Background: an optimization exercise with open tools, aiming at small area, a short achievable clock period and few clock cycles. Do not read the settings as production practice. Function was checked by simulation only, so behaviour that the tests miss may differ from the original. Power figures rest on the tool's default switching activity, not on a simulated workload.

==> flow/design.v (outline; a module is shown in full before it is edited, if it fits) <==
// module acd_axu: 420 lines
// module acd_clz32: 8 lines
// module acd_clz64: 32 lines
// module acd_mul: 1283 lines
module acd_axu (
    input  wire        clk,
    input  wire        rst,           
    input  wire        in_valid,
    output wire        in_ready,
    input  wire [31:0] in_insn,       
    input  wire [31:0] in_a,          
    input  wire [31:0] in_b,          
    output reg         out_valid,
    output reg         out_wr,        
    output reg         out_illegal,   
    output reg  [7:0]  out_flags,     
    output reg  [31:0] out_data       
);
  // ...
==> flow/run.sh <==
#!/bin/bash
# synth_recipe.tcl (not shown) runs the flow's synth.tcl, then flattens the netlist and writes it again
# the make line also repeats each setting of config.mk as NAME=value (left out here)
make -C /OpenROAD-flow-scripts/flow DESIGN_CONFIG=/design/flow/config.mk WORK_HOME=/design/flow/orfs CLKGATE_MAP_FILE= SYNTH_SCRIPT=/design/flow/synth_recipe.tcl finish
==> flow/config.mk <==
export PLATFORM = sky130hd
export DESIGN_NAME = acd_axu
export DESIGN_NICKNAME = acd_axu
export VERILOG_FILES = /design/flow/design.v
export SDC_FILE = /design/flow/constraint.sdc
export NUM_CORES = 8
export LEC_CHECK = 0
export CAP_MARGIN = 30
export CORE_MARGIN = 2
export CORE_UTILIZATION = 35
export SETUP_SLACK_MARGIN = 5
export SLEW_MARGIN = 20
==> flow/constraint.sdc <==
create_clock -name core_clock -period 16.0 [get_ports {clk}]
set_input_delay 3.2000 -clock core_clock [delete_from_list [all_inputs] [get_ports {clk}]]
set_output_delay 3.2000 -clock core_clock [all_outputs]
set_load 0.01 [all_outputs]
==> results.toml, run 1 <==
[status]
outcome = "complete, no violations"

[timing]
skew_ns = 0.1049
fmax_mhz = 99.25
hold_viol_final = 0
setup_viol = 0
max_slew.worst_pin.slew_ns = 1.262
setup_tns_ns = 0
hold_ws_ns = 0.4052

[clock_network]
cts_tree = "built"
cts_root_buf = "clkbuf_16"
postCtsHoldBufs = 0
cts.htree.levels = 4
post_cts_buffers = 0

[setup_path]
r2r_start = "m_ac[0]$_DFFE_PN_"
crit_path_max_fanout = 96
crit_slowest_cell = "or4_1"
cpPeakStageDelay_ns = 0.97
critPathLaunchType = "flip-flop"

[finish]
seq_area_um2 = 29480
design.seq.count = 1130
num-fill-cells = 34201
final_cell_mix = "1,509 x nand2_1, 1,415 x a21oi_1, 1,371 x nor2_1, 1,027 x o21ai_0, 724 x inv_1"
final_nets = 14761
n_all_inverters = 737
final_core_utilization_pct = 38.70
multi_input_area_um2 = 79950

[global_routing]
grt_pass1_wl_um = 857500
met1_usage_pct = 45.51
track_usage_pct = 35.44

[floorplan]
rows = 211
pin_count = 143

[route]
drt-met1-wl_um = 239700
highest-signal-layer = "met5"

[logic_synthesis]
synth_area_um2 = 116600
synth_compound_area_share_pct = 23.82
synthAdderAreaFrac_pct = 13.90
synth_xor_area_share_pct = 4.439
yosysTopAreaCellShare_pct = 17.64

[power]
power_clock_mw = 3.26
switching_share_pct = 49.78
pwr-share-seq_pct = 20.9
Testbench counts, summed over its fixed seeds: cycles 18,051.
==> run 2: changes to the inputs <==
==> flow/flow/run.sh (new file) <==
#!/bin/bash
set -euo pipefail
bash standard.sh synth > synth.log 2>&1
bash standard.sh SETUP_SLACK_MARGIN=10.5 finish > layout.log 2>&1
==> flow/standard.sh (new file) <==
#!/bin/bash
# synth_recipe.tcl (not shown) runs the flow's synth.tcl, then flattens the netlist and writes it again
# the make line also repeats each setting of config.mk as NAME=value (left out here)
make -C /OpenROAD-flow-scripts/flow DESIGN_CONFIG=/design/flow/config.mk WORK_HOME=/design/flow/orfs CLKGATE_MAP_FILE= SYNTH_SCRIPT=/design/flow/synth_recipe.tcl "${@:-finish}"
--- a/flow/config.mk
+++ b/flow/config.mk
@@ -10,3 +10,4 @@
 export CORE_UTILIZATION = 35
 export SETUP_SLACK_MARGIN = 5
 export SLEW_MARGIN = 20
+export TNS_END_PERCENT = 5
removed: flow/run.sh
==> run 2 against run 1 <==
  * Maximum frequency is 40% higher
  * Total power is 5.7% higher
  * Critical endpoint is now acc3[76]$_SDFFE_PP0P_
  * Core utilization is 2.6 points higher
==> results.toml, run 2 <==
[timing]
setup_tns_ns = 0
rsz0062_at_grt = "true"
max_slew.worst_pin.slew_ns = 1.253
skew_ns = 0.1293
hold_viol_final = 0
setup_viol = 0
fmax_mhz = 139.4
min_period_ns = 7.176
period_share_pct = 44.85
final_max_slew_viol_count = 0
max_slew_margin_pct = 16.14

[route]
drt-wirelength-per-cell_um = 33.77
wl_met3_um = 87370
num_vias = 121700
wl_met2_um = 251900
drt-met1-wl_um = 231100
wl_um = 628500
drt_iter0_drc = 18884
drt_first_pass_iters = 17
drc = 0
ant_nets = 0
highest-signal-layer = "met5"
routed_via_density = 6.538

[power]
powerDensity_nw_per_um2 = 151.6
switching_share_pct = 49.14
vdd.ir_drop.worst_mv = 0.3133
leakagePower_nw = 51.99
power_mw = 20.75
p_int_mw = 10.55
pwr-share-seq_pct = 19.8
power.switching_mw = 10.20
combPwrFrac_pct = 64.2
p_clk_share_pct = 16.0

[flow_run]
drv_cap = 0

[logic_synthesis]
synthCells = 14308
synth_top_area_cell = "edfxtp_1"
yosysSeqAreaShare_pct = 25.28
synth.most_common_cell = "nand2_1"
synth-seq-cells = 1130
synth_area_um2 = 116600
synth_area_per_cell_um2 = 8.150
synth_area_leaders = "edfxtp_1 18%, fa_1 10%, dfxtp_1 7.6%, a21oi_1 6.1%, nand2_1 4.9%"
yosys_warnings = 7
synth.distinct_cells = 105
async_flop_share_pct = 0
yosysTopAreaCellShare_pct = 17.64
synth_ff_type = "edfxtp_1"
ys_top_cells_by_count = "1,514 x nand2_1, 1,429 x a21oi_1, 1,398 x nor2_1"
synth-edff-count = 685

[floorplan]
pin_count = 143
rows = 211
core_area_um2 = 331100
dieArea_um2 = 337800
initial_core_util_pct = 35.22
die_x_um = 581.2
fp.dieH_um = 581.2

[placement]
dp_hpwl_um = 428800
port_buffers = 134
gp_congestion = 1.108
place_area_um2 = 122900

[finish]
final_core_utilization_pct = 41.33
num-fill-cells = 33247
layout_commonest_cell = "nand2_1"
drive_gt1_share_pct = 15.03
syn2layout_area_growth_pct = 17.36
regMostFlops = "dq"
final_nets = 15070
final_area_um2 = 136800
largest_register_ff_count = 128
final_cell_mix = "1,491 x nand2_1, 1,332 x nor2_1, 1,316 x a21oi_1, 932 x o21ai_0, 716 x inv_1"

[clock_network]
cts_tree = "built"
clk-insertion-delay-late_ns = 0.91
cts_root_buf = "clkbuf_16"
cts_buffers = 143
cts.htree.levels = 4
ctsLongestPathBuffers = 4
clk_pin_slew_ns = 0.06
cts_sinks = 1130

[global_routing]
grt_pass1_wl_um = 867300
first_global_vias = 110591
antenna_found_initial = 60
track_usage_pct = 35.78
grt_max_degree = 152
grt-ovfl-total = 0

[setup_path]
worstRegToRegCells = 24
critPathLaunchType = "flip-flop"
critPathKind = "reg2reg"
crit_path_max_fanout = 51
cp-end-kind = "flip-flop"
arrival_ns = 7.92
worstPathRequired_ns = 16.74

[worst_hold_path]
hold_path_class = "reg2reg"
holdPathStages = 0

[status]
outcome = "complete, no violations"
==> run 2: metrics by stage <==
stage	hold slack, ns	worst slack, ns	std cells
2_1_floorplan	0.4003	8.727	14311
3_5_place_dp	0.4045	6.622	17932
6_report	0.4139	8.824	18614
3_3_place_gp	0.4023	6.255	17892
4_1_cts	0.4179	9.158	18448
5_1_grt	0.4165	8.914	18565
==> run 2: timing repair <==
| item | in CTS | in global routing |
|---|---|---|
| gates cloned | 49 | 11 |
| gates resized for setup | 711 | 283 |
| hold buffers | 0 | 0 |
| buffers inserted | 216 | 88 |
| setup endpoints to repair | 1237 | 1181 |
| pin swaps | 171 | 104 |
==> run 2: cells by family after synthesis <==
group | after synthesis | synth area share, %
flip-flops | 1130 | 25.28
other | 1 | 0.003216
adder cells (fa/ha/maj) | 955 | 13.90
AND/OR/NAND/NOR | 4385 | 17.13
AO/OA/AOI/OAI | 4447 | 23.82
buffers and inverters | 2082 | 6.842
multiplexers | 717 | 8.584
XOR/XNOR | 591 | 4.439
==> run 2: power by group through the flow <==
stage	combinational [mW]	clock, mW	sequential (mW)
after detailed placement	11.7	0	4.16
after global placement	11.6	0	4.16
after global routing	13.9	3.46	4.13
after floorplan	6.38	0	4.09
final	13.3	3.33	4.11
after CTS	12.5	3.35	4.11
==> run 2: cell type report <==
type	count	area (um2)	area share, %
antenna	54	135.1	0.09875
clock buffer	183	3949	2.886
clock inverter	68	693.2	0.5065
inverter	737	2799	2.045
multi-input combinational	11101	83940	61.34
sequential	1130	29480	21.54
tap	4366	5463	3.992
timing repair buffer	973	10360	7.573
timing repair inverter	2	17.52	0.01280
==> run 2: per-layer routing <==
metal	global-route usage [%]	up-vias
li1	-	50861
met1	44.32	59239
met2	50.02	9257
met3	13.82	2297
met4	26.49	46
met5	0.4536	-
==> run 2: final timing paths <==
check | startpoint | to | slack, ns
hold reg to reg | m_b[28]$_DFFE_PN_ | iu_b[28]$_DFFE_PP_ | 0.41
hold / removal | m_b[28]$_DFFE_PN_ | iu_b[28]$_DFFE_PP_ | 0.41
setup reg to reg | m_ac[1]$_DFFE_PN_ | acc3[76]$_SDFFE_PP0P_ | 8.82
setup / recovery | m_ac[1]$_DFFE_PN_ | acc3[76]$_SDFFE_PP0P_ | 8.82
==> run 2: critical path, cell delays in order, from the launching register on <==
cell and delay (ns):
edfxtp_1 0.42, buf_4 0.24, bufbuf_16 0.53, mux4_2 0.60
inv_1 0.48, xnor2_1 0.18, nor2_1 0.07, fa_1 0.46
ha_1 0.43, a21o_1 0.21, a21o_1 0.17, a21oi_1 0.26
nor2_1 0.10, nor3_2 0.31, o21ai_4 0.13, o2111ai_4 0.29
a21oi_2 0.10, or4_4 0.62, buf_12 0.18, buf_4 0.13
buf_4 0.14, o21ai_4 0.39, nand4_1 0.18, buf_6 0.21
o21ai_1 0.12
==> module acd_axu, before the edit <==
module acd_axu (
    input  wire        clk,
    input  wire        rst,           
    input  wire        in_valid,
    output wire        in_ready,
    input  wire [31:0] in_insn,       
    input  wire [31:0] in_a,          
    input  wire [31:0] in_b,          
    output reg         out_valid,
    output reg         out_wr,        
    output reg         out_illegal,   
    output reg  [7:0]  out_flags,     
    output reg  [31:0] out_data       
);
    localparam [95:0] AC_MAX = {1'b0, {95{1'b1}}};
    localparam [95:0] AC_MIN = {1'b1, {95{1'b0}}};
    localparam DC  = 8;    
    localparam DCW = 3;
    localparam DD  = 4;    
    localparam DDW = 2;
    genvar gi;
    integer k;
    reg        i0_v;
    reg [31:0] i0_insn, i0_a, i0_b;
    reg        rdy;
    wire m_free;                       
    assign in_ready = rdy;
    wire take   = in_valid && rdy;
    wire i0_ld  = !i0_v || m_free;     
    always @(posedge clk) begin
        if (i0_ld) begin
            i0_insn <= in_insn;
            i0_a    <= in_a;
            i0_b    <= in_b;
        end
        if (rst)
            i0_v <= 1'b0;
        else if (i0_ld)
            i0_v <= take;
    end
    wire [5:0] d_op = i0_insn[31:26];
    wire [9:0] d_fn = i0_insn[9:0];
    wire d_fas = |i0_insn[19:18];
    wire d_fra = |i0_insn[17:14];
    wire d_frb = |i0_insn[13:10];
    wire d_md  = (d_op == 6'h0B);
    wire d_acc = (d_op == 6'h18);
    wire d_mul   = d_md && d_fn == 10'h000;
    wire d_mulh  = d_md && d_fn == 10'h001;
    wire d_mulhu = d_md && d_fn == 10'h002;
    wire d_divu  = d_md && d_fn == 10'h003;
    wire d_remu  = d_md && d_fn == 10'h004;
    wire d_isqrt = d_md && d_fn == 10'h005;
    wire d_mac  = d_acc && d_fn == 10'h000;
    wire d_msu  = d_acc && d_fn == 10'h001;
    wire d_mpy  = d_acc && d_fn == 10'h002;
    wire d_clr  = d_acc && d_fn == 10'h003;
    wire d_add  = d_acc && d_fn == 10'h004;
    wire d_sub  = d_acc && d_fn == 10'h005;
    wire d_mov  = d_acc && d_fn == 10'h006;
    wire d_sum  = d_acc && d_fn == 10'h007;
    wire d_neg  = d_acc && d_fn == 10'h008;
    wire d_abs  = d_acc && d_fn == 10'h009;
    wire d_sqrt = d_acc && d_fn == 10'h00A;
    wire d_sat  = d_acc && d_fn == 10'h00B;
    wire d_rd   = d_acc && (d_fn == 10'h010 || d_fn == 10'h011 || d_fn == 10'h012);
    wire d_wr   = d_acc && (d_fn == 10'h014 || d_fn == 10'h015 || d_fn == 10'h016);
    wire d_shr  = d_acc && d_fn >= 10'h080 && d_fn <= 10'h0DF;
    wire d_shl  = d_acc && d_fn >= 10'h100 && d_fn <= 10'h15F;
    wire d_uses_as = d_mov || d_sum;
    wire d_uses_ra = d_mac || d_msu || d_mpy || d_add || d_sub ||
                     d_sqrt || d_sat || d_rd || d_wr;
    wire d_uses_rb = d_mac || d_msu || d_mpy;
    wire d_md_known  = d_mul || d_mulh || d_mulhu || d_divu || d_remu || d_isqrt;
    wire d_acc_known = d_mac || d_msu || d_mpy || d_clr || d_add || d_sub ||
                       d_mov || d_sum || d_neg || d_abs || d_sqrt || d_sat ||
                       d_rd || d_wr || d_shr || d_shl;
    wire d_ill = !(d_md_known || d_acc_known) ||
                 (d_isqrt && d_frb) ||
                 (d_acc && ((d_fas && !d_uses_as) || (d_fra && !d_uses_ra) ||
                            (d_frb && !d_uses_rb)));
    wire [32:0] mul_a = {d_mulhu ? 1'b0 : i0_a[31], i0_a};
    wire [32:0] mul_b = {d_mulhu ? 1'b0 : i0_b[31], i0_b};
    wire [66:0] mul_s, mul_c;
    acd_mul u_mul (.a(mul_a), .b(mul_b), .s(mul_s), .c(mul_c));
    wire d_anz = |i0_a;
    wire d_bnz = |i0_b;
    wire [5:0] d_lza, d_lzb;
    acd_clz32 u_lza (.v(i0_a), .lz(d_lza));
    acd_clz32 u_lzb (.v(i0_b), .lz(d_lzb));
    reg        m_v;
    reg        m_ill;
    reg        m_mul, m_mulhx, m_div, m_rem, m_isqrt;
    reg        m_mac, m_msu, m_mpy, m_clr, m_add, m_sub, m_mov, m_sum;
    reg        m_neg, m_abs, m_sqrt, m_sat, m_rd, m_wr, m_shr, m_shl;
    reg [1:0]  m_ac, m_as, m_w;
    reg [6:0]  m_sh;
    reg [66:0] m_s, m_c;
    reg [31:0] m_a, m_b;
    reg        m_psign, m_pnz, m_anz, m_bnz;
    reg [4:0]  m_lzb;
    reg [5:0]  m_lza;
    wire x_stall;
    assign m_free = !m_v || !x_stall;
    always @(posedge clk) begin
        if (m_free) begin
            m_ill   <= d_ill;
            m_mul   <= d_mul;
            m_mulhx <= d_mulh || d_mulhu;
            m_div   <= d_divu || d_remu;
            m_rem   <= d_remu;
            m_isqrt <= d_isqrt;
            m_mac   <= d_mac;
            m_msu   <= d_msu;
            m_mpy   <= d_mpy;
            m_clr   <= d_clr;
            m_add   <= d_add;
            m_sub   <= d_sub;
            m_mov   <= d_mov;
            m_sum   <= d_sum;
            m_neg   <= d_neg;
            m_abs   <= d_abs;
            m_sqrt  <= d_sqrt;
            m_sat   <= d_sat;
            m_rd    <= d_rd;
            m_wr    <= d_wr;
            m_shr   <= d_shr;
            m_shl   <= d_shl;
            m_ac    <= i0_insn[21:20];
            m_as    <= i0_insn[19:18];
            m_w     <= i0_insn[1:0];
            m_sh    <= i0_insn[6:0];
            m_s     <= mul_s;
            m_c     <= mul_c;
            m_a     <= i0_a;
            m_b     <= i0_b;
            m_psign <= (i0_a[31] ^ i0_b[31]) && d_anz && d_bnz;
            m_pnz   <= d_anz && d_bnz;
            m_anz   <= d_anz;
            m_bnz   <= d_bnz;
            m_lzb   <= d_lzb[4:0];
            m_lza   <= d_lza;
        end
        if (rst)
            m_v <= 1'b0;
        else if (m_free)
            m_v <= i0_v;
    end
    reg [95:0] acc0, acc1, acc2, acc3;
    reg [95:0] acv, asv;
    always @(*) begin
        case (m_ac)
            2'd0: acv = acc0;
            2'd1: acv = acc1;
            2'd2: acv = acc2;
            default: acv = acc3;
        endcase
        case (m_as)
            2'd0: asv = acc0;
            2'd1: asv = acc1;
            2'd2: asv = acc2;
            default: asv = acc3;
        endcase
    end
    wire [95:0] a96 = {{64{m_a[31]}}, m_a};
    wire        prodop = m_mac || m_mpy || m_mul || m_mulhx;
    wire [95:0] ps96 = {{29{1'b1}}, m_s};
    wire [95:0] pc96 = {29'd0, m_c};
    reg [95:0] wmask, wword;
    always @(*) begin
        case (m_w)
            2'd0: begin wmask = {64'd0, 32'hFFFF_FFFF}; wword = {64'd0, m_a}; end
            2'd1: begin wmask = {32'd0, 32'hFFFF_FFFF, 32'd0}; wword = {32'd0, m_a, 32'd0}; end
            default: begin wmask = {32'hFFFF_FFFF, 64'd0}; wword = {m_a, 64'd0}; end
        endcase
    end
    wire x_inv = m_neg || (m_abs && acv[95]);
    wire x_en  = m_mac || m_msu || m_add || m_sub || m_sum || m_neg || m_abs || m_wr;
    wire [95:0] opx = ((acv ^ {96{x_inv}}) & {96{x_en}}) & ~({96{m_wr}} & wmask);
    reg [95:0] opy1, opy2;
    always @(*) begin
        opy1 = 96'd0;
        opy2 = 96'd0;
        if (prodop)          begin opy1 = ps96;  opy2 = pc96;  end
        if (m_msu)           begin opy1 = ~ps96; opy2 = ~pc96; end
        if (m_add)           opy1 = a96;
        if (m_sub)           opy1 = ~a96;
        if (m_sum || m_mov)  opy1 = asv;
        if (m_wr)            opy1 = wword;
    end
    wire csa_cin = m_msu;
    wire add_cin = m_msu || m_sub || x_inv;
    wire [95:0] csa_s = opx ^ opy1 ^ opy2;
    wire [95:0] csa_c = {(opx[94:0] & opy1[94:0]) | (opx[94:0] & opy2[94:0]) |
                         (opy1[94:0] & opy2[94:0]), csa_cin};
    wire [95:0] sum = csa_s + csa_c + {95'd0, add_cin};
    reg y_sign;
    always @(*) begin
        y_sign = 1'b0;
        if (m_mac) y_sign = m_psign;
        if (m_msu) y_sign = !m_psign && m_pnz;
        if (m_add) y_sign = m_a[31];
        if (m_sub) y_sign = !m_a[31] && m_anz;
        if (m_sum) y_sign = asv[95];
    end
    wire ovf_en  = m_mac || m_msu || m_add || m_sub || m_sum || m_neg || m_abs;
    wire add_ovf = ovf_en && (opx[95] == y_sign) && (sum[95] != opx[95]);
    wire [95:0] add_res = add_ovf ? (opx[95] ? AC_MIN : AC_MAX) : sum;
    wire [6:0] lz_ac;
    acd_clz64 u_lzac (.v(acv[63:0]), .lz(lz_ac));
    wire iu_norm = m_div || m_isqrt || m_sqrt;
    wire sh_left = m_shl || iu_norm;
    reg  [6:0] sh_n;
    always @(*) begin
        if (m_div)        sh_n = {2'b00, ~m_lzb};                 
        else if (m_isqrt) sh_n = {1'b0, m_lza[5:1], 1'b0} + 7'd32;
        else if (m_sqrt)  sh_n = {lz_ac[6:1], 1'b0};
        else              sh_n = m_sh;
    end
    wire [95:0] sh_in = (m_div || m_isqrt) ? {64'd0, m_a} : acv;
    wire        sh_fill = m_shr && acv[95];
    reg  [95:0] sh_x;
    always @(*) begin
        for (k = 0; k < 96; k = k + 1)
            sh_x[k] = sh_left ? sh_in[95 - k] : sh_in[k];
    end
    wire [95:0] sh_1 = sh_n[6] ? {{64{sh_fill}}, sh_x[95:64]} : sh_x;
    wire [95:0] sh_2 = sh_n[5] ? {{32{sh_fill}}, sh_1[95:32]} : sh_1;
    wire [95:0] sh_3 = sh_n[4] ? {{16{sh_fill}}, sh_2[95:16]} : sh_2;
    wire [95:0] sh_4 = sh_n[3] ? {{8{sh_fill}},  sh_3[95:8]}  : sh_3;
    wire [95:0] sh_5 = sh_n[2] ? {{4{sh_fill}},  sh_4[95:4]}  : sh_4;
    wire [95:0] sh_6 = sh_n[1] ? {{2{sh_fill}},  sh_5[95:2]}  : sh_5;
    wire [95:0] sh_7 = sh_n[0] ? {sh_fill,       sh_6[95:1]}  : sh_6;
    reg  [95:0] sh_out;
    always @(*) begin
        for (k = 0; k < 96; k = k + 1)
            sh_out[k] = sh_left ? sh_7[95 - k] : sh_7[k];
    end
    reg [94:0] shl_mask;
    always @(*) begin
        for (k = 0; k < 95; k = k + 1)
            shl_mask[k] = ({1'b0, m_sh} >= 8'd95 - k);
    end
    wire shl_ovf = |((acv[94:0] ^ {95{acv[95]}}) & shl_mask);
    wire [95:0] shl_res = shl_ovf ? (acv[95] ? AC_MIN : AC_MAX) : sh_out;
    wire ac_we = m_mac || m_msu || m_mpy || m_clr || m_add || m_sub || m_mov ||
                 m_sum || m_neg || m_abs || m_wr || m_shr || m_shl;
    wire [95:0] ac_wd = m_shr ? sh_out : m_shl ? shl_res : add_res;
    wire sat_hi = !acv[95] && (|acv[94:31]);
    wire sat_lo = acv[95] && !(&acv[94:31]);
    wire [31:0] sat_res = sat_hi ? 32'h7FFF_FFFF : sat_lo ? 32'h8000_0000 : acv[31:0];
    wire [31:0] rd_res = (m_w == 2'd0) ? acv[31:0] : (m_w == 2'd1) ? acv[63:32] : acv[95:64];
    wire sq_neg = acv[95];
    wire sq_big = !acv[95] && (|acv[94:64]);
    wire x_iu = !m_ill && ((m_div && m_bnz) || m_isqrt || (m_sqrt && !sq_neg && !sq_big));
    wire x_hasdata = !m_ill && (m_mul || m_mulhx || m_div || m_isqrt || m_sqrt || m_sat || m_rd);
    reg [31:0] x_data;
    always @(*) begin
        x_data = rd_res;
        if (m_mul)   x_data = sum[31:0];
        if (m_mulhx) x_data = sum[63:32];
        if (m_sat)   x_data = sat_res;
        if (m_sqrt)  x_data = sq_neg ? 32'd0 : 32'hFFFF_FFFF;
        if (m_div)   x_data = m_rem ? m_a : 32'hFFFF_FFFF;     
    end
    wire x_aov = !m_ill && (add_ovf || (m_shl && shl_ovf) || (m_sqrt && sq_big));
    wire x_dz  = !m_ill && m_div && !m_bnz;
    wire x_sat = !m_ill && m_sat && (sat_hi || sat_lo);
    wire x_sqn = !m_ill && m_sqrt && sq_neg;
    reg [6:0]     cq [0:DC-1];    
    reg [31:0]    dq [0:DD-1];
    reg [DD-1:0]  dq_ok;
    reg [DCW-1:0] cq_wp, cq_rp;
    reg [DCW:0]   cq_n;
    reg [DDW-1:0] dq_wp, dq_rp;
    reg [DDW:0]   dq_n;
    wire cq_full = (cq_n == DC);
    wire dq_full = (dq_n == DD);
    reg        iu_busy;
    wire       iu_fin;
    wire [31:0] iu_res;
    reg [DDW-1:0] iu_slot;
    wire iu_free = !iu_busy || iu_fin;
    assign x_stall = cq_full || (x_hasdata && dq_full) || (x_iu && !iu_free);
    wire x_go = m_v && !x_stall;
    wire [6:0] cq_head = cq[cq_rp];
    wire       pop = (cq_n != 0) && (!cq_head[6] || dq_ok[dq_rp]);
    always @(posedge clk) begin
        if (x_go) begin
            cq[cq_wp] <= {x_hasdata, x_hasdata, m_ill, x_sqn, x_sat, x_dz, x_aov};
        end
        for (k = 0; k < DD; k = k + 1) begin
            if (iu_fin && iu_slot == k)
                dq[k] <= iu_res;
            else if (x_go && x_hasdata && dq_wp == k)
                dq[k] <= x_data;
        end
        if (rst) begin
            cq_wp <= 0; cq_rp <= 0; cq_n <= 0;
            dq_wp <= 0; dq_rp <= 0; dq_n <= 0;
            dq_ok <= 0;
            out_valid <= 1'b0;
        end else begin
            for (k = 0; k < DD; k = k + 1) begin
                if (iu_fin && iu_slot == k)
                    dq_ok[k] <= 1'b1;
                else if (x_go && x_hasdata && dq_wp == k)
                    dq_ok[k] <= !x_iu;
                else if (pop && cq_head[6] && dq_rp == k)
                    dq_ok[k] <= 1'b0;
            end
            if (x_go) cq_wp <= cq_wp + 1'b1;
            if (pop)  cq_rp <= cq_rp + 1'b1;
            cq_n <= cq_n + (x_go ? 1'b1 : 1'b0) - (pop ? 1'b1 : 1'b0);
            if (x_go && x_hasdata) dq_wp <= dq_wp + 1'b1;
            if (pop && cq_head[6]) dq_rp <= dq_rp + 1'b1;
            dq_n <= dq_n + ((x_go && x_hasdata) ? 1'b1 : 1'b0)
                         - ((pop && cq_head[6]) ? 1'b1 : 1'b0);
            out_valid <= pop;
        end
        if (pop) begin
            out_wr      <= cq_head[5];
            out_illegal <= cq_head[4];
            out_flags   <= {cq_head[3], 4'd0, cq_head[2:0]};
            out_data    <= dq[dq_rp];
        end
    end
    always @(posedge clk) begin
        if (rst) begin
            acc0 <= 96'd0;
            acc1 <= 96'd0;
            acc2 <= 96'd0;
            acc3 <= 96'd0;
        end else if (x_go && !m_ill && ac_we) begin
            case (m_ac)
                2'd0: acc0 <= ac_wd;
                2'd1: acc1 <= ac_wd;
                2'd2: acc2 <= ac_wd;
                default: acc3 <= ac_wd;
            endcase
        end
    end
    reg        iu_div, iu_rem;
    reg [33:0] iu_r;
    reg [63:0] iu_x;
    reg [31:0] iu_q;
    reg [31:0] iu_b;
    reg [5:0]  iu_cnt;       
    wire [37:0] rp1 = iu_div ? {3'd0, iu_r[33:0], iu_x[63]}   : {2'd0, iu_r[33:0], iu_x[63:62]};
    wire [37:0] u2  = iu_div ? {2'd0, iu_r[33:0], iu_x[63:62]} : {iu_r[33:0], iu_x[63:60]};
    wire [37:0] t1  = iu_div ? {6'd0, iu_b} : {4'd0, iu_q, 2'b01};
    wire [37:0] t2a = iu_div ? {6'd0, iu_b} : {3'd0, iu_q, 3'b001};
    wire [37:0] t2b = iu_div ? {6'd0, iu_b} : {3'd0, iu_q, 3'b101};
    wire [37:0] kt1 = iu_div ? {5'd0, iu_b, 1'b0} : {2'd0, iu_q, 4'b0100};
    wire [37:0] d1  = rp1 - t1;
    wire [37:0] d2a = u2 - t2a;
    wire [37:0] d2b = u2 - kt1 - t2b;
    wire g1  = !d1[37];
    wire g2  = g1 ? !d2b[37] : !d2a[37];
    wire [37:0] d1n = iu_div ? {d1[36:0], iu_x[62]} : {d1[35:0], iu_x[61:60]};
    wire [37:0] r2  = g1 ? (g2 ? d2b : d1n) : (g2 ? d2a : u2);
    wire [37:0] r1  = g1 ? d1 : rp1;
    wire two = (iu_cnt >= 6'd2);
    wire [33:0] r_n = two ? r2[33:0] : r1[33:0];
    wire [31:0] q_n = two ? {iu_q[29:0], g1, g2} : {iu_q[30:0], g1};
    wire [63:0] x_n = two ? (iu_div ? {iu_x[61:0], 2'b00} : {iu_x[59:0], 4'd0})
                          : (iu_div ? {iu_x[62:0], 1'b0}  : {iu_x[61:0], 2'b00});
    wire no_step = (iu_cnt == 6'd0);
    assign iu_fin = iu_busy && (iu_cnt <= 6'd2);
    assign iu_res = no_step ? 32'd0 : (iu_div && iu_rem) ? r_n[31:0] : q_n;
    wire iu_go = x_go && x_iu;
    always @(posedge clk) begin
        if (iu_go) begin
            iu_div  <= m_div;
            iu_rem  <= m_rem;
            iu_b    <= m_b;
            iu_slot <= dq_wp;
            iu_q    <= 32'd0;
            if (m_div) begin
                iu_r   <= {2'd0, sh_out[63:32]};
                iu_x   <= {sh_out[31:0], 32'd0};
                iu_cnt <= {1'b0, m_lzb} + 6'd1;
            end else begin
                iu_r   <= 34'd0;
                iu_x   <= sh_out[63:0];
                iu_cnt <= 6'd32 - {1'b0, sh_n[6:1]};
            end
        end else if (iu_busy) begin
            iu_r   <= r_n;
            iu_q   <= q_n;
            iu_x   <= x_n;
            iu_cnt <= two ? iu_cnt - 6'd2 : 6'd0;
        end
        if (rst)
            iu_busy <= 1'b0;
        else if (iu_go)
            iu_busy <= 1'b1;
        else if (iu_fin)
            iu_busy <= 1'b0;
    end
    wire d_hasdata = !d_ill && (d_md_known || d_sqrt || d_sat || d_rd);
    wire d_iucand  = !d_ill && (d_divu || d_remu || d_isqrt || d_sqrt);
    wire m_iucand  = !m_ill && (m_div || m_isqrt || m_sqrt);
    wire n_i0_v = i0_ld ? take : i0_v;
    wire n_m_v  = m_free ? i0_v : m_v;
    wire n_hd   = m_free ? d_hasdata : x_hasdata;
    wire n_iuc  = m_free ? d_iucand : m_iucand;
    wire [DCW:0] n_cq_n = cq_n + (x_go ? 1'b1 : 1'b0) - (pop ? 1'b1 : 1'b0);
    wire [DDW:0] n_dq_n = dq_n + ((x_go && x_hasdata) ? 1'b1 : 1'b0)
                               - ((pop && cq_head[6]) ? 1'b1 : 1'b0);
    wire go_short = m_div ? (m_lzb <= 5'd1) : m_isqrt ? (m_lza >= 6'd28) : (lz_ac >= 7'd60);
    wire n_iu_free = iu_go ? go_short : (!iu_busy || iu_fin || (iu_cnt <= 6'd4));
    wire n_stall = (n_cq_n == DC) || (n_hd && n_dq_n == DD) || (n_iuc && !n_iu_free);
    always @(posedge clk) begin
        if (rst)
            rdy <= 1'b1;
        else
            rdy <= !n_i0_v || !n_m_v || !n_stall;
    end
endmodule
==> run 3: changes to the inputs <==
--- a/flow/design.v
+++ b/flow/design.v
@@ -12,16 +12,14 @@
     output reg  [7:0]  out_flags,     
     output reg  [31:0] out_data       
 );
-    localparam [95:0] AC_MAX = {1'b0, {95{1'b1}}};
-    localparam [95:0] AC_MIN = {1'b1, {95{1'b0}}};
-    localparam DC  = 8;    
-    localparam DCW = 3;
-    localparam DD  = 4;    
-    localparam DDW = 2;
-    genvar gi;
+    localparam DC  = 16;   
+    localparam DCW = 4;
+    localparam DD  = 8;    
+    localparam DDW = 3;
     integer k;
     reg        i0_v;
     reg [31:0] i0_insn, i0_a, i0_b;
+    reg        i0_mulhu;
     reg        rdy;
     wire m_free;                       
     assign in_ready = rdy;
@@ -29,9 +27,10 @@
     wire i0_ld  = !i0_v || m_free;     
     always @(posedge clk) begin
         if (i0_ld) begin
-            i0_insn <= in_insn;
-            i0_a    <= in_a;
-            i0_b    <= in_b;
+            i0_insn  <= in_insn;
+            i0_a     <= in_a;
+            i0_b     <= in_b;
+            i0_mulhu <= (in_insn[31:26] == 6'h0B) && (in_insn[9:0] == 10'h002);
         end
         if (rst)
             i0_v <= 1'b0;
@@ -79,8 +78,10 @@
                  (d_isqrt && d_frb) ||
                  (d_acc && ((d_fas && !d_uses_as) || (d_fra && !d_uses_ra) ||
                             (d_frb && !d_uses_rb)));
-    wire [32:0] mul_a = {d_mulhu ? 1'b0 : i0_a[31], i0_a};
-    wire [32:0] mul_b = {d_mulhu ? 1'b0 : i0_b[31], i0_b};
+    wire d_hasdata = !d_ill && (d_md_known || d_sqrt || d_sat || d_rd);
+    wire d_iucand  = !d_ill && (d_divu || d_remu || d_isqrt || d_sqrt);
+    wire [32:0] mul_a = {!i0_mulhu && i0_a[31], i0_a};
+    wire [32:0] mul_b = {!i0_mulhu && i0_b[31], i0_b};
     wire [66:0] mul_s, mul_c;
     acd_mul u_mul (.a(mul_a), .b(mul_b), .s(mul_s), .c(mul_c));
     wire d_anz = |i0_a;
@@ -88,23 +89,58 @@
     wire [5:0] d_lza, d_lzb;
     acd_clz32 u_lza (.v(i0_a), .lz(d_lza));
     acd_clz32 u_lzb (.v(i0_b), .lz(d_lzb));
+    wire       d_dimm  = (d_lza > d_lzb);
+    wire [5:0] d_ddiff = d_lzb - d_lza;
+    reg  [95:0] acc0, acc1, acc2, acc3;
+    reg  [63:0] d_acl;
+    always @(*) begin
+        case (i0_insn[21:20])
+            2'd0: d_acl = acc0[63:0];
+            2'd1: d_acl = acc1[63:0];
+            2'd2: d_acl = acc2[63:0];
+            default: d_acl = acc3[63:0];
+        endcase
+    end
+    wire [6:0] d_lzac;
+    acd_clz64 u_lzac (.v(d_acl), .lz(d_lzac));
+    wire x_acw;                        
+    reg  [1:0] m_ac;
+    wire d_lzok = !(x_acw && m_ac == i0_insn[21:20]);
+    reg [6:0] d_shamt;
+    reg [5:0] d_icnt;
+    always @(*) begin
+        d_shamt = d_shr ? ((d_fn[6:0] == 7'd0) ? 7'd0 : 7'd96 - d_fn[6:0]) : d_fn[6:0];
+        d_icnt  = 6'd0;
+        if (d_divu || d_remu) begin
+            d_shamt = {2'b00, ~d_ddiff[4:0]};
+            d_icnt  = d_ddiff + 6'd1;
+        end
+        if (d_isqrt) begin
+            d_shamt = {1'b0, d_lza[5:1], 1'b0} + 7'd32;
+            d_icnt  = 6'd16 - {1'b0, d_lza[5:1]};
+        end
+    end
     reg        m_v;
-    reg        m_ill;
+    reg        m_ill, m_hd, m_iuc;
     reg        m_mul, m_mulhx, m_div, m_rem, m_isqrt;
     reg        m_mac, m_msu, m_mpy, m_clr, m_add, m_sub, m_mov, m_sum;
     reg        m_neg, m_abs, m_sqrt, m_sat, m_rd, m_wr, m_shr, m_shl;
-    reg [1:0]  m_ac, m_as, m_w;
-    reg [6:0]  m_sh;
+    reg [3:0]  m_aco, m_aso;           
+    reg [1:0]  m_w;
+    reg [6:0]  m_shamt;                 
+    reg [6:0]  m_shn;                   
+    reg [5:0]  m_icnt;
+    reg [5:0]  m_sqz;                   
     reg [66:0] m_s, m_c;
     reg [31:0] m_a, m_b;
-    reg        m_psign, m_pnz, m_anz, m_bnz;
-    reg [4:0]  m_lzb;
-    reg [5:0]  m_lza;
+    reg        m_psign, m_pnz, m_anz, m_bnz, m_dimm;
     wire x_stall;
     assign m_free = !m_v || !x_stall;
     always @(posedge clk) begin
         if (m_free) begin
             m_ill   <= d_ill;
+            m_hd    <= d_hasdata;
+            m_iuc   <= d_iucand;
             m_mul   <= d_mul;
             m_mulhx <= d_mulh || d_mulhu;
             m_div   <= d_divu || d_remu;
@@ -127,9 +163,15 @@
             m_shr   <= d_shr;
             m_shl   <= d_shl;
             m_ac    <= i0_insn[21:20];
-            m_as    <= i0_insn[19:18];
+            for (k = 0; k < 4; k = k + 1) begin
+                m_aco[k] <= (i0_insn[21:20] == k);
+                m_aso[k] <= (i0_insn[19:18] == k);
+            end
             m_w     <= i0_insn[1:0];
-            m_sh    <= i0_insn[6:0];
+            m_shamt <= d_shamt;
+            m_shn   <= d_fn[6:0];
+            m_icnt  <= d_icnt;
+            m_sqz   <= d_lzok ? d_lzac[6:1] : 6'd0;
             m_s     <= mul_s;
             m_c     <= mul_c;
             m_a     <= i0_a;
@@ -138,30 +180,26 @@
             m_pnz   <= d_anz && d_bnz;
             m_anz   <= d_anz;
             m_bnz   <= d_bnz;
-            m_lzb   <= d_lzb[4:0];
-            m_lza   <= d_lza;
+            m_dimm  <= d_dimm;
         end
         if (rst)
             m_v <= 1'b0;
         else if (m_free)
             m_v <= i0_v;
     end
-    reg [95:0] acc0, acc1, acc2, acc3;
-    reg [95:0] acv, asv;
-    always @(*) begin
-        case (m_ac)
-            2'd0: acv = acc0;
-            2'd1: acv = acc1;
-            2'd2: acv = acc2;
-            default: acv = acc3;
-        endcase
-        case (m_as)
-            2'd0: asv = acc0;
-            2'd1: asv = acc1;
-            2'd2: asv = acc2;
-            default: asv = acc3;
-        endcase
-    end
+    reg [3:0] ac_ovr, ac_ovs, ac_sgn;
+    wire [3:0] selc = m_aco & ~ac_ovr;
+    wire [3:0] sels = m_aso & ~ac_ovr;
+    wire ovc_hi = |(m_aco & ac_ovr & ac_ovs & ac_sgn);      
+    wire ovc_lo = |(m_aco & ac_ovr & ac_ovs & ~ac_sgn);     
+    wire ovs_hi = |(m_aso & ac_ovr & ac_ovs & ac_sgn);
+    wire ovs_lo = |(m_aso & ac_ovr & ac_ovs & ~ac_sgn);
+    wire [95:0] acv = ({96{selc[0]}} & acc0) | ({96{selc[1]}} & acc1) |
+                      ({96{selc[2]}} & acc2) | ({96{selc[3]}} & acc3) |
+                      {ovc_hi, {95{ovc_lo}}};
+    wire [95:0] asv = ({96{sels[0]}} & acc0) | ({96{sels[1]}} & acc1) |
+                      ({96{sels[2]}} & acc2) | ({96{sels[3]}} & acc3) |
+                      {ovs_hi, {95{ovs_lo}}};
     wire [95:0] a96 = {{64{m_a[31]}}, m_a};
     wire        prodop = m_mac || m_mpy || m_mul || m_mulhx;
     wire [95:0] ps96 = {{29{1'b1}}, m_s};
@@ -174,7 +212,7 @@
             default: begin wmask = {32'hFFFF_FFFF, 64'd0}; wword = {m_a, 64'd0}; end
         endcase
     end
-    wire x_inv = m_neg || (m_abs && acv[95]);
+    wire x_inv = m_neg || m_abs;
     wire x_en  = m_mac || m_msu || m_add || m_sub || m_sum || m_neg || m_abs || m_wr;
     wire [95:0] opx = ((acv ^ {96{x_inv}}) & {96{x_en}}) & ~({96{m_wr}} & wmask);
     reg [95:0] opy1, opy2;
@@ -193,7 +231,8 @@
     wire [95:0] csa_s = opx ^ opy1 ^ opy2;
     wire [95:0] csa_c = {(opx[94:0] & opy1[94:0]) | (opx[94:0] & opy2[94:0]) |
                          (opy1[94:0] & opy2[94:0]), csa_cin};
-    wire [95:0] sum = csa_s + csa_c + {95'd0, add_cin};
+    wire [96:0] sum97 = {csa_s, 1'b1} + {csa_c, add_cin};
+    wire [95:0] sum   = sum97[96:1];
     reg y_sign;
     always @(*) begin
         y_sign = 1'b0;
@@ -203,219 +242,266 @@
         if (m_sub) y_sign = !m_a[31] && m_anz;
         if (m_sum) y_sign = asv[95];
     end
-    wire ovf_en  = m_mac || m_msu || m_add || m_sub || m_sum || m_neg || m_abs;
+    wire ovf_en  = m_mac || m_msu || m_add || m_sub || m_sum || m_neg || (m_abs && acv[95]);
     wire add_ovf = ovf_en && (opx[95] == y_sign) && (sum[95] != opx[95]);
-    wire [95:0] add_res = add_ovf ? (opx[95] ? AC_MIN : AC_MAX) : sum;
-    wire [6:0] lz_ac;
-    acd_clz64 u_lzac (.v(acv[63:0]), .lz(lz_ac));
-    wire iu_norm = m_div || m_isqrt || m_sqrt;
-    wire sh_left = m_shl || iu_norm;
-    reg  [6:0] sh_n;
-    always @(*) begin
-        if (m_div)        sh_n = {2'b00, ~m_lzb};                 
-        else if (m_isqrt) sh_n = {1'b0, m_lza[5:1], 1'b0} + 7'd32;
-        else if (m_sqrt)  sh_n = {lz_ac[6:1], 1'b0};
-        else              sh_n = m_sh;
-    end
+    wire [6:0]  sh_n = m_sqrt ? {m_sqz, 1'b0} : m_shamt;
     wire [95:0] sh_in = (m_div || m_isqrt) ? {64'd0, m_a} : acv;
     wire        sh_fill = m_shr && acv[95];
-    reg  [95:0] sh_x;
-    always @(*) begin
-        for (k = 0; k < 96; k = k + 1)
-            sh_x[k] = sh_left ? sh_in[95 - k] : sh_in[k];
-    end
-    wire [95:0] sh_1 = sh_n[6] ? {{64{sh_fill}}, sh_x[95:64]} : sh_x;
-    wire [95:0] sh_2 = sh_n[5] ? {{32{sh_fill}}, sh_1[95:32]} : sh_1;
-    wire [95:0] sh_3 = sh_n[4] ? {{16{sh_fill}}, sh_2[95:16]} : sh_2;
-    wire [95:0] sh_4 = sh_n[3] ? {{8{sh_fill}},  sh_3[95:8]}  : sh_3;
-    wire [95:0] sh_5 = sh_n[2] ? {{4{sh_fill}},  sh_4[95:4]}  : sh_4;
-    wire [95:0] sh_6 = sh_n[1] ? {{2{sh_fill}},  sh_5[95:2]}  : sh_5;
-    wire [95:0] sh_7 = sh_n[0] ? {sh_fill,       sh_6[95:1]}  : sh_6;
+    wire [95:0] sh_1 = sh_n[6] ? {sh_in[31:0], sh_in[95:32]} : sh_in;
+    wire [95:0] sh_2 = sh_n[5] ? {sh_1[63:0], sh_1[95:64]} : sh_1;
+    wire [95:0] sh_3 = sh_n[4] ? {sh_2[79:0], sh_2[95:80]} : sh_2;
+    wire [95:0] sh_4 = sh_n[3] ? {sh_3[87:0], sh_3[95:88]} : sh_3;
+    wire [95:0] sh_5 = sh_n[2] ? {sh_4[91:0], sh_4[95:92]} : sh_4;
+    wire [95:0] sh_6 = sh_n[1] ? {sh_5[93:0], sh_5[95:94]} : sh_5;
+    wire [95:0] sh_7 = sh_n[0] ? {sh_6[94:0], sh_6[95]}    : sh_6;
+    reg  [95:0] th;
     reg  [95:0] sh_out;
     always @(*) begin
         for (k = 0; k < 96; k = k + 1)
-            sh_out[k] = sh_left ? sh_7[95 - k] : sh_7[k];
+            th[k] = (k < m_shn);
+        for (k = 0; k < 96; k = k + 1) begin
+            sh_out[k] = sh_7[k];
+            if (m_shl && th[k])      sh_out[k] = 1'b0;
+            if (m_shr && th[95 - k]) sh_out[k] = sh_fill;
+        end
     end
     reg [94:0] shl_mask;
     always @(*) begin
         for (k = 0; k < 95; k = k + 1)
-            shl_mask[k] = ({1'b0, m_sh} >= 8'd95 - k);
+            shl_mask[k] = ({1'b0, m_shn} >= 8'd95 - k);
     end
     wire shl_ovf = |((acv[94:0] ^ {95{acv[95]}}) & shl_mask);
-    wire [95:0] shl_res = shl_ovf ? (acv[95] ? AC_MIN : AC_MAX) : sh_out;
     wire ac_we = m_mac || m_msu || m_mpy || m_clr || m_add || m_sub || m_mov ||
                  m_sum || m_neg || m_abs || m_wr || m_shr || m_shl;
-    wire [95:0] ac_wd = m_shr ? sh_out : m_shl ? shl_res : add_res;
+    wire abs_pos = m_abs && !acv[95];
+    wire [95:0] ac_early = (m_shr || m_shl) ? sh_out : acv;
+    wire [95:0] ac_wd = (m_shr || m_shl || abs_pos) ? ac_early : sum;
+    wire ac_sat  = add_ovf || (m_shl && shl_ovf);
+    wire ac_ssgn = m_shl ? acv[95] : opx[95];
     wire sat_hi = !acv[95] && (|acv[94:31]);
     wire sat_lo = acv[95] && !(&acv[94:31]);
     wire [31:0] sat_res = sat_hi ? 32'h7FFF_FFFF : sat_lo ? 32'h8000_0000 : acv[31:0];
     wire [31:0] rd_res = (m_w == 2'd0) ? acv[31:0] : (m_w == 2'd1) ? acv[63:32] : acv[95:64];
     wire sq_neg = acv[95];
     wire sq_big = !acv[95] && (|acv[94:64]);
-    wire x_iu = !m_ill && ((m_div && m_bnz) || m_isqrt || (m_sqrt && !sq_neg && !sq_big));
-    wire x_hasdata = !m_ill && (m_mul || m_mulhx || m_div || m_isqrt || m_sqrt || m_sat || m_rd);
+    wire x_iu  = !m_ill && ((m_div && m_bnz && !m_dimm) || m_isqrt ||
+                            (m_sqrt && !sq_neg && !sq_big));
+    wire x_iuc = m_iuc;                
+    wire x_hd  = m_hd;
     reg [31:0] x_data;
     always @(*) begin
         x_data = rd_res;
-        if (m_mul)   x_data = sum[31:0];
-        if (m_mulhx) x_data = sum[63:32];
         if (m_sat)   x_data = sat_res;
         if (m_sqrt)  x_data = sq_neg ? 32'd0 : 32'hFFFF_FFFF;
-        if (m_div)   x_data = m_rem ? m_a : 32'hFFFF_FFFF;     
+        if (m_div)   x_data = m_rem ? m_a : m_bnz ? 32'd0 : 32'hFFFF_FFFF;
+        if (m_mul)   x_data = sum[31:0];
+        if (m_mulhx) x_data = sum[63:32];
     end
     wire x_aov = !m_ill && (add_ovf || (m_shl && shl_ovf) || (m_sqrt && sq_big));
     wire x_dz  = !m_ill && m_div && !m_bnz;
     wire x_sat = !m_ill && m_sat && (sat_hi || sat_lo);
     wire x_sqn = !m_ill && m_sqrt && sq_neg;
-    reg [6:0]     cq [0:DC-1];    
+    reg [5:0]     cq [0:DC-1];    
     reg [31:0]    dq [0:DD-1];
     reg [DD-1:0]  dq_ok;
     reg [DCW-1:0] cq_wp, cq_rp;
     reg [DCW:0]   cq_n;
     reg [DDW-1:0] dq_wp, dq_rp;
     reg [DDW:0]   dq_n;
-    wire cq_full = (cq_n == DC);
-    wire dq_full = (dq_n == DD);
-    reg        iu_busy;
-    wire       iu_fin;
-    wire [31:0] iu_res;
-    reg [DDW-1:0] iu_slot;
-    wire iu_free = !iu_busy || iu_fin;
-    assign x_stall = cq_full || (x_hasdata && dq_full) || (x_iu && !iu_free);
+    reg        w_v, w_hd, w_ok;
+    reg [4:0]  w_fl;              
+    reg [31:0] w_data;
+    wire [DCW:0] cq_used = cq_n + (w_v ? 1'b1 : 1'b0);
+    wire [DDW:0] dq_used = dq_n + ((w_v && w_hd) ? 1'b1 : 1'b0);
+    wire cq_full = (cq_used >= DC);
+    wire dq_full = (dq_used >= DD);
+    wire [DDW-1:0] x_slot = dq_wp + ((w_v && w_hd) ? 1'b1 : 1'b0);
+    wire        e0_busy, e0_fin, e1_busy, e1_fin, e0_wv, e1_wv;
+    wire [31:0] e0_res, e1_res;
+    wire [DDW-1:0] e0_slot, e1_slot;    
+    wire [5:0]  e0_cnt, e1_cnt;
+    wire e0_free = !e0_busy || e0_fin;
+    wire e1_free = !e1_busy || e1_fin;
+    assign x_stall = cq_full || (x_hd && dq_full) || (x_iuc && !e0_free && !e1_free);
     wire x_go = m_v && !x_stall;
-    wire [6:0] cq_head = cq[cq_rp];
-    wire       pop = (cq_n != 0) && (!cq_head[6] || dq_ok[dq_rp]);
+    assign x_acw = x_go && !m_ill && ac_we;
+    wire go0 = x_go && x_iu && e0_free;
+    wire go1 = x_go && x_iu && !e0_free;
+    wire [5:0] cq_head = cq[cq_rp];
+    wire       pop = (cq_n != 0) && (!cq_head[5] || dq_ok[dq_rp]);
+    wire       w_dpush = w_v && w_hd;
     always @(posedge clk) begin
-        if (x_go) begin
-            cq[cq_wp] <= {x_hasdata, x_hasdata, m_ill, x_sqn, x_sat, x_dz, x_aov};
-        end
+        w_hd   <= x_hd;
+        w_ok   <= !x_iu;
+        w_fl   <= {m_ill, x_sqn, x_sat, x_dz, x_aov};
+        w_data <= x_data;
+        if (w_v)
+            cq[cq_wp] <= {w_hd, w_fl};
         for (k = 0; k < DD; k = k + 1) begin
-            if (iu_fin && iu_slot == k)
-                dq[k] <= iu_res;
-            else if (x_go && x_hasdata && dq_wp == k)
-                dq[k] <= x_data;
+            if (e0_wv && e0_slot == k)
+                dq[k] <= e0_res;
+            else if (e1_wv && e1_slot == k)
+                dq[k] <= e1_res;
+            else if (w_dpush && dq_wp == k)
+                dq[k] <= w_data;
         end
         if (rst) begin
+            w_v <= 1'b0;
             cq_wp <= 0; cq_rp <= 0; cq_n <= 0;
             dq_wp <= 0; dq_rp <= 0; dq_n <= 0;
             dq_ok <= 0;
             out_valid <= 1'b0;
         end else begin
+            w_v <= x_go;
             for (k = 0; k < DD; k = k + 1) begin
-                if (iu_fin && iu_slot == k)
+                if ((e0_wv && e0_slot == k) || (e1_wv && e1_slot == k))
                     dq_ok[k] <= 1'b1;
-                else if (x_go && x_hasdata && dq_wp == k)
-                    dq_ok[k] <= !x_iu;
-                else if (pop && cq_head[6] && dq_rp == k)
+                else if (w_dpush && dq_wp == k)
+                    dq_ok[k] <= w_ok;
+                else if (pop && cq_head[5] && dq_rp == k)
                     dq_ok[k] <= 1'b0;
             end
-            if (x_go) cq_wp <= cq_wp + 1'b1;
-            if (pop)  cq_rp <= cq_rp + 1'b1;
-            cq_n <= cq_n + (x_go ? 1'b1 : 1'b0) - (pop ? 1'b1 : 1'b0);
-            if (x_go && x_hasdata) dq_wp <= dq_wp + 1'b1;
-            if (pop && cq_head[6]) dq_rp <= dq_rp + 1'b1;
-            dq_n <= dq_n + ((x_go && x_hasdata) ? 1'b1 : 1'b0)
-                         - ((pop && cq_head[6]) ? 1'b1 : 1'b0);
+            if (w_v) cq_wp <= cq_wp + 1'b1;
+            if (pop) cq_rp <= cq_rp + 1'b1;
+            cq_n <= cq_n + (w_v ? 1'b1 : 1'b0) - (pop ? 1'b1 : 1'b0);
+            if (w_dpush) dq_wp <= dq_wp + 1'b1;
+            if (pop && cq_head[5]) dq_rp <= dq_rp + 1'b1;
+            dq_n <= dq_n + (w_dpush ? 1'b1 : 1'b0)
+                         - ((pop && cq_head[5]) ? 1'b1 : 1'b0);
             out_valid <= pop;
         end
-        if (pop) begin
-            out_wr      <= cq_head[5];
-            out_illegal <= cq_head[4];
-            out_flags   <= {cq_head[3], 4'd0, cq_head[2:0]};
-            out_data    <= dq[dq_rp];
-        end
+        out_wr      <= cq_head[5];
+        out_illegal <= cq_head[4];
+        out_flags   <= {cq_head[3], 4'd0, cq_head[2:0]};
+        out_data    <= dq[dq_rp];
     end
     always @(posedge clk) begin
+        if (x_acw) begin
+            if (m_aco[0]) acc0 <= ac_wd;
+            if (m_aco[1]) acc1 <= ac_wd;
+            if (m_aco[2]) acc2 <= ac_wd;
+            if (m_aco[3]) acc3 <= ac_wd;
+        end
         if (rst) begin
-            acc0 <= 96'd0;
-            acc1 <= 96'd0;
-            acc2 <= 96'd0;
-            acc3 <= 96'd0;
-        end else if (x_go && !m_ill && ac_we) begin
-            case (m_ac)
-                2'd0: acc0 <= ac_wd;
-                2'd1: acc1 <= ac_wd;
-                2'd2: acc2 <= ac_wd;
-                default: acc3 <= ac_wd;
-            endcase
+            ac_ovr <= 4'hF;
+            ac_ovs <= 4'h0;
+        end else if (x_acw) begin
+            for (k = 0; k < 4; k = k + 1)
+                if (m_aco[k]) begin
+                    ac_ovr[k] <= ac_sat;
+                    ac_ovs[k] <= 1'b1;
+                    ac_sgn[k] <= ac_ssgn;
+                end
         end
     end
-    reg        iu_div, iu_rem;
-    reg [33:0] iu_r;
-    reg [63:0] iu_x;
-    reg [31:0] iu_q;
-    reg [31:0] iu_b;
-    reg [5:0]  iu_cnt;       
-    wire [37:0] rp1 = iu_div ? {3'd0, iu_r[33:0], iu_x[63]}   : {2'd0, iu_r[33:0], iu_x[63:62]};
-    wire [37:0] u2  = iu_div ? {2'd0, iu_r[33:0], iu_x[63:62]} : {iu_r[33:0], iu_x[63:60]};
-    wire [37:0] t1  = iu_div ? {6'd0, iu_b} : {4'd0, iu_q, 2'b01};
-    wire [37:0] t2a = iu_div ? {6'd0, iu_b} : {3'd0, iu_q, 3'b001};
-    wire [37:0] t2b = iu_div ? {6'd0, iu_b} : {3'd0, iu_q, 3'b101};
-    wire [37:0] kt1 = iu_div ? {5'd0, iu_b, 1'b0} : {2'd0, iu_q, 4'b0100};
+    wire [33:0] e_r = m_div ? {2'd0, sh_out[63:32]} : 34'd0;
+    wire [63:0] e_x = m_div ? {sh_out[31:0], 32'd0} : sh_out[63:0];
+    wire [5:0]  e_cnt = m_sqrt ? 6'd32 - m_sqz : m_icnt;
+    acd_iu #(.SW(DDW)) u_e0 (
+        .clk(clk), .rst(rst), .start(go0), .div_i(m_div), .rem_i(m_rem),
+        .r_i(e_r), .x_i(e_x), .b_i(m_b), .cnt_i(e_cnt), .slot_i(x_slot),
+        .busy(e0_busy), .fin(e0_fin), .wv(e0_wv), .res(e0_res), .slot(e0_slot), .cnt(e0_cnt));
+    acd_iu #(.SW(DDW)) u_e1 (
+        .clk(clk), .rst(rst), .start(go1), .div_i(m_div), .rem_i(m_rem),
+        .r_i(e_r), .x_i(e_x), .b_i(m_b), .cnt_i(e_cnt), .slot_i(x_slot),
+        .busy(e1_busy), .fin(e1_fin), .wv(e1_wv), .res(e1_res), .slot(e1_slot), .cnt(e1_cnt));
+    wire n_i0_v = i0_ld ? take : i0_v;
+    wire n_m_v  = m_free ? i0_v : m_v;
+    wire n_hd   = m_free ? d_hasdata : x_hd;
+    wire n_iuc  = m_free ? d_iucand : x_iuc;
+    wire [DCW:0] n_cq_n = cq_n + (w_v ? 1'b1 : 1'b0) - (pop ? 1'b1 : 1'b0);
+    wire [DDW:0] n_dq_n = dq_n + (w_dpush ? 1'b1 : 1'b0)
+                               - ((pop && cq_head[5]) ? 1'b1 : 1'b0);
+    wire [DCW:0] n_cq_used = n_cq_n + (x_go ? 1'b1 : 1'b0);
+    wire [DDW:0] n_dq_used = n_dq_n + ((x_go && x_hd) ? 1'b1 : 1'b0);
+    wire go_short = (e_cnt <= 6'd3);
+    wire n_e0_free = go0 ? go_short : (!e0_busy || e0_fin || (e0_cnt <= 6'd6));
+    wire n_e1_free = go1 ? go_short : (!e1_busy || e1_fin || (e1_cnt <= 6'd6));
+    wire n_stall = (n_cq_used >= DC) || (n_hd && n_dq_used >= DD) ||
+                   (n_iuc && !n_e0_free && !n_e1_free);
+    always @(posedge clk) begin
+        if (rst)
+            rdy <= 1'b1;
+        else
+            rdy <= !n_i0_v || !n_m_v || !n_stall;
+    end
+endmodule
+module acd_iu #(parameter SW = 3) (
+    input  wire          clk,
+    input  wire          rst,
+    input  wire          start,
+    input  wire          div_i,
+    input  wire          rem_i,
+    input  wire [33:0]   r_i,
+    input  wire [63:0]   x_i,
+    input  wire [31:0]   b_i,
+    input  wire [5:0]    cnt_i,
+    input  wire [SW-1:0] slot_i,
+    output reg           busy,
+    output wire          fin,
+    output reg           wv,         
+    output reg  [31:0]   res,
+    output reg  [SW-1:0] slot,
+    output reg  [5:0]    cnt         
+);
+    reg        dv, rm;
+    reg [SW-1:0] eslot;
+    reg [33:0] r;
+    reg [63:0] x;
+    reg [31:0] q;
+    reg [31:0] b;
+    wire [37:0] rp1 = dv ? {3'd0, r, x[63]}    : {2'd0, r, x[63:62]};
+    wire [37:0] u2  = dv ? {2'd0, r, x[63:62]} : {r, x[63:60]};
+    wire [37:0] t1  = dv ? {6'd0, b} : {4'd0, q, 2'b01};
+    wire [37:0] t2a = dv ? {6'd0, b} : {3'd0, q, 3'b001};
+    wire [37:0] t2b = dv ? {6'd0, b} : {3'd0, q, 3'b101};
+    wire [37:0] kt1 = dv ? {5'd0, b, 1'b0} : {2'd0, q, 4'b0100};
     wire [37:0] d1  = rp1 - t1;
     wire [37:0] d2a = u2 - t2a;
     wire [37:0] d2b = u2 - kt1 - t2b;
     wire g1  = !d1[37];
     wire g2  = g1 ? !d2b[37] : !d2a[37];
-    wire [37:0] d1n = iu_div ? {d1[36:0], iu_x[62]} : {d1[35:0], iu_x[61:60]};
+    wire [37:0] d1n = dv ? {d1[36:0], x[62]} : {d1[35:0], x[61:60]};
     wire [37:0] r2  = g1 ? (g2 ? d2b : d1n) : (g2 ? d2a : u2);
     wire [37:0] r1  = g1 ? d1 : rp1;
-    wire two = (iu_cnt >= 6'd2);
-    wire [33:0] r_n = two ? r2[33:0] : r1[33:0];
-    wire [31:0] q_n = two ? {iu_q[29:0], g1, g2} : {iu_q[30:0], g1};
-    wire [63:0] x_n = two ? (iu_div ? {iu_x[61:0], 2'b00} : {iu_x[59:0], 4'd0})
-                          : (iu_div ? {iu_x[62:0], 1'b0}  : {iu_x[61:0], 2'b00});
-    wire no_step = (iu_cnt == 6'd0);
-    assign iu_fin = iu_busy && (iu_cnt <= 6'd2);
-    assign iu_res = no_step ? 32'd0 : (iu_div && iu_rem) ? r_n[31:0] : q_n;
-    wire iu_go = x_go && x_iu;
+    wire [31:0] q2  = {q[29:0], g1, g2};
+    wire [37:0] rp3 = dv ? {r2[36:0], x[61]} : {r2[35:0], x[59:58]};
+    wire [37:0] t3  = dv ? {6'd0, b} : {4'd0, q2, 2'b01};
+    wire [37:0] d3  = rp3 - t3;
+    wire g3  = !d3[37];
+    wire [37:0] r3  = g3 ? d3 : rp3;
+    wire three = (cnt >= 6'd3);
+    wire two   = (cnt == 6'd2);
+    wire [33:0] r_n = three ? r3[33:0] : two ? r2[33:0] : r1[33:0];
+    wire [31:0] q_n = three ? {q[28:0], g1, g2, g3} : two ? q2 : {q[30:0], g1};
+    wire [63:0] x_n = three ? (dv ? {x[60:0], 3'b000} : {x[57:0], 6'd0})
+                            : (dv ? {x[61:0], 2'b00}  : {x[59:0], 4'd0});
+    assign fin = busy && (cnt <= 6'd3);
+    wire [31:0] res_n = (cnt == 6'd0) ? 32'd0 : (dv && rm) ? r_n[31:0] : q_n;
     always @(posedge clk) begin
-        if (iu_go) begin
-            iu_div  <= m_div;
-            iu_rem  <= m_rem;
-            iu_b    <= m_b;
-            iu_slot <= dq_wp;
-            iu_q    <= 32'd0;
-            if (m_div) begin
-                iu_r   <= {2'd0, sh_out[63:32]};
-                iu_x   <= {sh_out[31:0], 32'd0};
-                iu_cnt <= {1'b0, m_lzb} + 6'd1;
-            end else begin
-                iu_r   <= 34'd0;
-                iu_x   <= sh_out[63:0];
-                iu_cnt <= 6'd32 - {1'b0, sh_n[6:1]};
-            end
-        end else if (iu_busy) begin
-            iu_r   <= r_n;
-            iu_q   <= q_n;
-            iu_x   <= x_n;
-            iu_cnt <= two ? iu_cnt - 6'd2 : 6'd0;
+        r   <= start ? r_i : r_n;
+        q   <= start ? 32'd0 : q_n;
+        x   <= start ? x_i : x_n;
+        cnt <= start ? cnt_i : three ? cnt - 6'd3 : 6'd0;
+        res  <= res_n;
+        slot <= eslot;
+        if (start) begin
+            dv    <= div_i;
+            rm    <= rem_i;
+            b     <= b_i;
+            eslot <= slot_i;
         end
+        if (rst) begin
+            busy <= 1'b0;
+            wv   <= 1'b0;
+        end else
+            wv   <= fin;
         if (rst)
-            iu_busy <= 1'b0;
-        else if (iu_go)
-            iu_busy <= 1'b1;
-        else if (iu_fin)
-            iu_busy <= 1'b0;
-    end
-    wire d_hasdata = !d_ill && (d_md_known || d_sqrt || d_sat || d_rd);
-    wire d_iucand  = !d_ill && (d_divu || d_remu || d_isqrt || d_sqrt);
-    wire m_iucand  = !m_ill && (m_div || m_isqrt || m_sqrt);
-    wire n_i0_v = i0_ld ? take : i0_v;
-    wire n_m_v  = m_free ? i0_v : m_v;
-    wire n_hd   = m_free ? d_hasdata : x_hasdata;
-    wire n_iuc  = m_free ? d_iucand : m_iucand;
-    wire [DCW:0] n_cq_n = cq_n + (x_go ? 1'b1 : 1'b0) - (pop ? 1'b1 : 1'b0);
-    wire [DDW:0] n_dq_n = dq_n + ((x_go && x_hasdata) ? 1'b1 : 1'b0)
-                               - ((pop && cq_head[6]) ? 1'b1 : 1'b0);
-    wire go_short = m_div ? (m_lzb <= 5'd1) : m_isqrt ? (m_lza >= 6'd28) : (lz_ac >= 7'd60);
-    wire n_iu_free = iu_go ? go_short : (!iu_busy || iu_fin || (iu_cnt <= 6'd4));
-    wire n_stall = (n_cq_n == DC) || (n_hd && n_dq_n == DD) || (n_iuc && !n_iu_free);
-    always @(posedge clk) begin
-        if (rst)
-            rdy <= 1'b1;
-        else
-            rdy <= !n_i0_v || !n_m_v || !n_stall;
+            busy <= 1'b0;
+        else if (start)
+            busy <= 1'b1;
+        else if (fin)
+            busy <= 1'b0;
     end
 endmodule
 module acd_clz32 (
==> flow/flow/run.sh (replaced) <==
#!/bin/bash
set -euo pipefail
bash standard.sh synth > synth.log 2>&1
bash standard.sh SETUP_SLACK_MARGIN=11.5 finish > layout.log 2>&1
--- a/flow/config.mk
+++ b/flow/config.mk
@@ -5,9 +5,10 @@
 export SDC_FILE = /design/flow/constraint.sdc
 export NUM_CORES = 8
 export LEC_CHECK = 0
+export ABC_AREA = 1
 export CAP_MARGIN = 30
 export CORE_MARGIN = 2
-export CORE_UTILIZATION = 35
+export CORE_UTILIZATION = 70
 export SETUP_SLACK_MARGIN = 5
 export SLEW_MARGIN = 20
 export TNS_END_PERCENT = 5
==> run 3 against run 2 <==
  * The flow now stops in global routing (5_1_grt)
  * Synthesized cell count up 44%
  * Synthesized area is 29% higher
==> results.toml, run 3 <==
[logic_synthesis]
synth-edff-count = 1161
synthCells = 20606
synth-seq-cells = 1634
synth.distinct_cells = 83
synth_ff_type = "edfxtp_1"
synth_area_per_cell_um2 = 7.281
async_flop_share_pct = 0
yosysTopAreaCellShare_pct = 23.24
yosysSeqAreaShare_pct = 29.55
ys_top_cells_by_count = "4,422 x nand2_1, 2,291 x inv_1, 1,801 x nand3_1"
synth.most_common_cell = "nand2_1"
synth_top_area_cell = "edfxtp_1"
synth_area_leaders = "edfxtp_1 23%, nand2_1 11%, fa_1 8.4%, dfxtp_1 6.3%, nand3_1 6.0%"
yosys_warnings = 8
synth_area_um2 = 150000

[clock_network]
ctsLongestPathBuffers = 3
cts_root_buf = "clkbuf_16"
cts.htree.levels = 4
cts_sinks = 1634
cts_buffers = 171

[global_routing]
track_usage_pct = 80.71
grt_max_degree = 166
grt_pass1_wl_um = 1299000
grt-ovfl-total = 417
first_global_vias = 185224

[placement]
port_buffers = 134
dp_hpwl_um = 533000
place_area_um2 = 154700
gp_congestion = 1.429
post-place-ws_ns = 5.179
dp_cells = 22662

[floorplan]
initial_core_util_pct = 70.60
rows = 169
fp.dieH_um = 467.0
die_x_um = 467.0
pin_count = 143

[status]
outcome = "did not finish"
lastStage = "global routing (5_1_grt)"
error = "[ERROR GRT-0116] Global routing finished with congestion. Check the congestion regions in the DRC Viewer."
[run 3: logic make-up after synthesis]
logic type	synth area share, %
XOR/XNOR	4.892
multiplexers	0.2152
adder cells (fa/ha/maj)	12.47
AND/OR/NAND/NOR	22.49
flip-flops	29.55
AO/OA/AOI/OAI	20.98
buffers and inverters	9.396
other	0.002499
[run 3: how the worst max path moves through the flow]
stage / depth (start not counted) / slack, ns / end
after CTS: 28 / 9.00 / acc1[93]$_DFFE_PP_
after detailed placement: 35 / 5.18 / u_e0.r[31]$_DFF_P_
after global placement: 37 / 5.39 / u_e0.r[31]$_DFF_P_
after floorplan: 59 / 9.14 / u_e0.res[30]$_SDFF_PN0_
[run 3: power groups by stage]
stage / combinational (mW) / sequential (mW) / clock [mW]
detailed placement: 25.2 / 6.72 / 0
global placement: 24.6 / 6.71 / 0
floorplan: 16.1 / 6.42 / 0
CTS: 28.8 / 6.66 / 4.16
[run 3: timing repair]
action / CTS
hold buffers: 0
buffers inserted: 253
gates cloned: 84
setup endpoints to repair: 1438
pin swaps: 312
resized for setup: 968
[run 3: layer usage]
| metal | global-route usage (%) | overflow |
|---|---|---|
| met1 | 81.81 | 32 |
| met2 | 93.67 | 199 |
| met3 | 68.72 | 37 |
| met4 | 78.76 | 139 |
| met5 | 39.04 | 10 |
Testbench counts of run 3, summed over its fixed seeds: cycles 12,524.

## what the ideal ports hide
No port has a modelled driver above. Below, the same layouts with a new extraction and two added sets of constraints.
Step 1 (the two cells are an assumption about what drives the block):
set clk [get_ports {clk}]
set_driving_cell -lib_cell sky130_fd_sc_hd__clkbuf_16 $clk
set_driving_cell -lib_cell sky130_fd_sc_hd__buf_2 [delete_from_list [all_inputs] $clk]
Step 2 adds t to the input delays and takes it off the output delays; t is the mean of the earliest and latest rising clock arrival at the registers after step 1. Input paths then give back, and output paths get back, about the clock's delay inside the block.
Slacks: no drivers / after step 1 / after step 2; pairs: no drivers / after step 1.
| run | t, ns | setup WS [ns] | hold slack, ns | worst setup path at the end |
|---|---|---|---|---|
| run 1 | 0.967 | 5.924 / 5.924 / 5.924 | 0.405 / 0.405 / 0.405 | register to register |
| run 2 | 0.970 | 8.824 / 8.824 / 8.824 | 0.414 / 0.414 / 0.414 | register to register |
After both steps setup and hold are still met in every run listed.
